This is an optimization exercise on Yosys and OpenROAD, whose aim is small area, a short achievable clock period and few clock cycles, not a production implementation. In this exercise RTL edits were held to simulation tests only and were not proved equivalent to the original.

==> maple <==
## kk7_align
module kk7_align (
    input  wire         clk,
    input  wire         rst,
    input  wire         in_valid,
    output wire         in_ready,
    input  wire [511:0] in_elem,      
    input  wire [3:0]   in_afmt,
    input  wire [7:0]   in_ascale,
    input  wire [7:0]   in_mscale,
    output reg          out_valid,
    output reg  [383:0] out_q,        
    output reg  [9:0]   out_ea,       
    output reg  [16:0]  out_sum,      
    output reg          out_nan,
    output reg  [5:0]   out_zeroed,
    output reg  [5:0]   out_clipped
);
==> module kk7_elem_decode, before the edit <==
module kk7_elem_decode (
    input  wire [15:0] code,
    input  wire        f43,      
    input  wire        f52,      
    input  wire        f32,      
    input  wire        f23,      
    input  wire        f21,      
    input  wire        fint,     
    input  wire        fbf,      
    output wire        sign,
    output wire [7:0]  neeff,    
    output wire [7:0]  x,
    output wire        is_nan,
    output wire        is_inf
);
    wire [15:0] c = code;
    wire f4x = f43 | f23;        
    wire f5x = f52 | f32;        
    wire [7:0] ef;
    assign ef[0] = (f4x & c[3]) | (f5x & c[2]) | (f21 & c[1]) | (fbf & c[7]);
    assign ef[1] = (f4x & c[4]) | (f5x & c[3]) | (f21 & c[2]) | (fbf & c[8]);
    assign ef[2] = (f43 & c[5]) | (f5x & c[4]) | (fbf & c[9]);
    assign ef[3] = (f43 & c[6]) | (f52 & c[5]) | (fbf & c[10]);
    assign ef[4] = (f52 & c[6]) | (fbf & c[11]);
    assign ef[7:5] = fbf ? c[14:12] : 3'd0;
    wire h = |ef;
    wire top = (f52 & (&c[6:2])) | (fbf & (&c[14:7]));
    wire mz  = fbf ? (c[6:0] == 7'd0) : (c[1:0] == 2'd0);
    assign is_inf = top & mz;
    assign is_nan = (top & ~mz) | (f43 & (&c[6:0]));
    assign neeff = ~{ef[7:1], (ef[0] & ~top) | ~h};
    wire [6:0] u = c[6:0] ^ {7{c[7]}};
    wire [7:0] mag;
    wire [7:0] cy;
    assign cy[0] = c[7];
    genvar i;
    generate
        for (i = 0; i < 7; i = i + 1) begin : inc
            kk7_ha u_ha (.a(u[i]), .b(cy[i]), .s(mag[i]), .co(cy[i+1]));
        end
    endgenerate
    assign mag[7] = cy[7];
    wire fhi = f4x | f5x | fbf;
    assign x[0] = (fint & mag[0]) | (~fint & c[0]) | top;
    assign x[1] = (fint & mag[1]) | (f21 & h) | (fhi & c[1]) | top;
    assign x[2] = (fint & mag[2]) | (f5x & h) | ((f4x | fbf) & c[2]) | (fbf & top);
    assign x[3] = (fint & mag[3]) | (f4x & h) | (fbf & (c[3] | top));
    assign x[6:4] = ({3{fint}} & mag[6:4]) | ({3{fbf}} & (c[6:4] | {3{top}}));
    assign x[7] = (fint & mag[7]) | (fbf & h);
    assign sign = ((f43 | f52 | fint) & c[7]) | ((f32 | f23) & c[5]) | (f21 & c[3]) | (fbf & c[15]);
endmodule
==> module kk7_shift, before the edit <==
module kk7_shift (
    input  wire [4:0]  a,
    input  wire        far,
    input  wire        kill,
    input  wire [7:0]  x,
    output wire [10:0] t,
    output wire        rb
);
    wire [38:28] f1 = a[0] ? {1'b0, x, 2'b0} : {x, 3'b0};
    wire [38:28] ff = a[1] ? {2'b0, f1[38:30]} : f1;
    wire zr = far | kill;
    wire c3 = (a[4:2] == 3'd3) & ~zr;
    wire c4 = (a[4:2] == 3'd4) & ~zr;
    wire c5 = (a[4:2] == 3'd5) & ~zr;
    wire c6 = (a[4:2] == 3'd6) & ~zr;
    wire c7 = (a[4:2] == 3'd7) & ~zr;
    wire [66:0] fz = {28'd0, ff, 28'd0};      
    wire [18:7] o;
    genvar p;
    generate
        for (p = 7; p < 19; p = p + 1) begin : ob
            assign o[p] = (c3 & fz[p + 12]) | (c4 & fz[p + 16]) | (c5 & fz[p + 20]) |
                          (c6 & fz[p + 24]) | (c7 & fz[p + 28]);
        end
    endgenerate
    wire sticky = (c6 & (|ff[30:28])) | (c7 & (|ff[34:28]));
    assign t  = o[18:8];
    assign rb = o[7] & (sticky | o[8]);
endmodule
clock: 110.0 ns
lec_check: 0
cap_margin: 20
core_margin: 2
core_utilization: 55
slew_margin: 20
synth_hierarchical: 1
standard.sh (not shown) runs the stock make flow with config.mk's settings and CLKGATE_MAP_FILE= SYNTH_SCRIPT=/design/flow/synth_recipe.tcl, a recipe that flattens the netlist after the stock synthesis.
==> flow/flow/run.sh <==
#!/bin/bash
# The standard layout (standard.sh: the standard flow's synthesis and ORFS flow, unchanged),
# with the port buffers that global placement inserts made the library's
# smallest buffer (sky130_fd_sc_hd__buf_1) instead of the cell buffer_ports
# picks on its own. make's full output goes to flow_make.log here; each ORFS
# step keeps its own log under orfs/logs/.
set -euo pipefail
export BUFFER_PORTS_ARGS="-buffer_cell sky130_fd_sc_hd__buf_1"
bash standard.sh > flow_make.log 2>&1
==> inputs of juniper, as changes to maple <==
--- a/flow/design.v
+++ b/flow/design.v
@@ -41,12 +41,11 @@
     endgenerate
     assign mag[7] = cy[7];
-    wire fhi = f4x | f5x | fbf;
-    assign x[0] = (fint & mag[0]) | (~fint & c[0]) | top;
-    assign x[1] = (fint & mag[1]) | (f21 & h) | (fhi & c[1]) | top;
-    assign x[2] = (fint & mag[2]) | (f5x & h) | ((f4x | fbf) & c[2]) | (fbf & top);
-    assign x[3] = (fint & mag[3]) | (f4x & h) | (fbf & (c[3] | top));
-    assign x[6:4] = ({3{fint}} & mag[6:4]) | ({3{fbf}} & (c[6:4] | {3{top}}));
-    assign x[7] = (fint & mag[7]) | (fbf & h);
-    assign sign = ((f43 | f52 | fint) & c[7]) | ((f32 | f23) & c[5]) | (f21 & c[3]) | (fbf & c[15]);
+    assign x[0] = fint ? mag[0] : (c[0] | top);
+    assign x[1] = fint ? mag[1] : f21 ? h : (c[1] | top);
+    assign x[2] = fint ? mag[2] : f5x ? h : (f4x | fbf) & (c[2] | top);
+    assign x[3] = fint ? mag[3] : f4x ? h : fbf & (c[3] | top);
+    assign x[6:4] = fint ? mag[6:4] : {3{fbf}} & (c[6:4] | {3{top}});
+    assign x[7] = fint ? mag[7] : fbf & h;
+    assign sign = (f43 | f52 | fint) ? c[7] : (f32 | f23) ? c[5] : f21 ? c[3] : c[15];
 endmodule
 module kk7_elem_align (
@@ -96,24 +95,8 @@
     output wire        rb
 );
-    wire [38:28] f1 = a[0] ? {1'b0, x, 2'b0} : {x, 3'b0};
-    wire [38:28] ff = a[1] ? {2'b0, f1[38:30]} : f1;
-    wire zr = far | kill;
-    wire c3 = (a[4:2] == 3'd3) & ~zr;
-    wire c4 = (a[4:2] == 3'd4) & ~zr;
-    wire c5 = (a[4:2] == 3'd5) & ~zr;
-    wire c6 = (a[4:2] == 3'd6) & ~zr;
-    wire c7 = (a[4:2] == 3'd7) & ~zr;
-    wire [66:0] fz = {28'd0, ff, 28'd0};      
-    wire [18:7] o;
-    genvar p;
-    generate
-        for (p = 7; p < 19; p = p + 1) begin : ob
-            assign o[p] = (c3 & fz[p + 12]) | (c4 & fz[p + 16]) | (c5 & fz[p + 20]) |
-                          (c6 & fz[p + 24]) | (c7 & fz[p + 28]);
-        end
-    endgenerate
-    wire sticky = (c6 & (|ff[30:28])) | (c7 & (|ff[34:28]));
-    assign t  = o[18:8];
-    assign rb = o[7] & (sticky | o[8]);
+    wire [7:0]  xg = kill ? 8'd0 : x;
+    wire [38:0] sh = {xg, 31'd0} >> a;
+    assign t  = far ? 11'd0 : sh[18:8];
+    assign rb = ~far & sh[7] & ((|sh[6:0]) | sh[8]);
 endmodule
 module kk7_fmt_reg (
==> notes <==
maple reached the layout checks and failed them: antenna rules. juniper completed without violations. In juniper the register-to-register slack is better than in maple, by 0.52 ns. First-iteration DRC count: juniper is higher than maple (2.6%). In maple the clock-buffer cell count is lower than in juniper, by 7. In maple the die area is lower than in juniper, by 5.5%.
Testbench counts of maple, summed over its fixed seeds: cycles 16,016.
Testbench counts of juniper, summed over its fixed seeds: cycles 16,016.

port drivers added, routing unchanged:
In the flow no input, the clock included, has a driving cell. The finished layouts below were timed again as built, in two steps. Step 1: set_driving_cell puts a clkbuf_16 on clk and a buf_2 on each other input, an assumption about the parent block. Step 2 also shifts input and output timing later by t, the mid clock arrival at the registers, as if the neighbouring blocks saw the same clock. Slacks: no drivers / after step 1 / after step 2; pairs: no drivers / after step 1.
| run | t, ns | setup slack, ns | cell pins on the clock port's net |
|---|---|---|---|
| maple | 0.879 | 86.618 / 86.593 / 86.618 | 1 |
| juniper | 0.893 | 86.368 / 86.268 / 86.157 | 1 |
The setup slack of juniper, which loses most, moves by -0.100 ns with the drivers and by -0.211 ns with both steps.
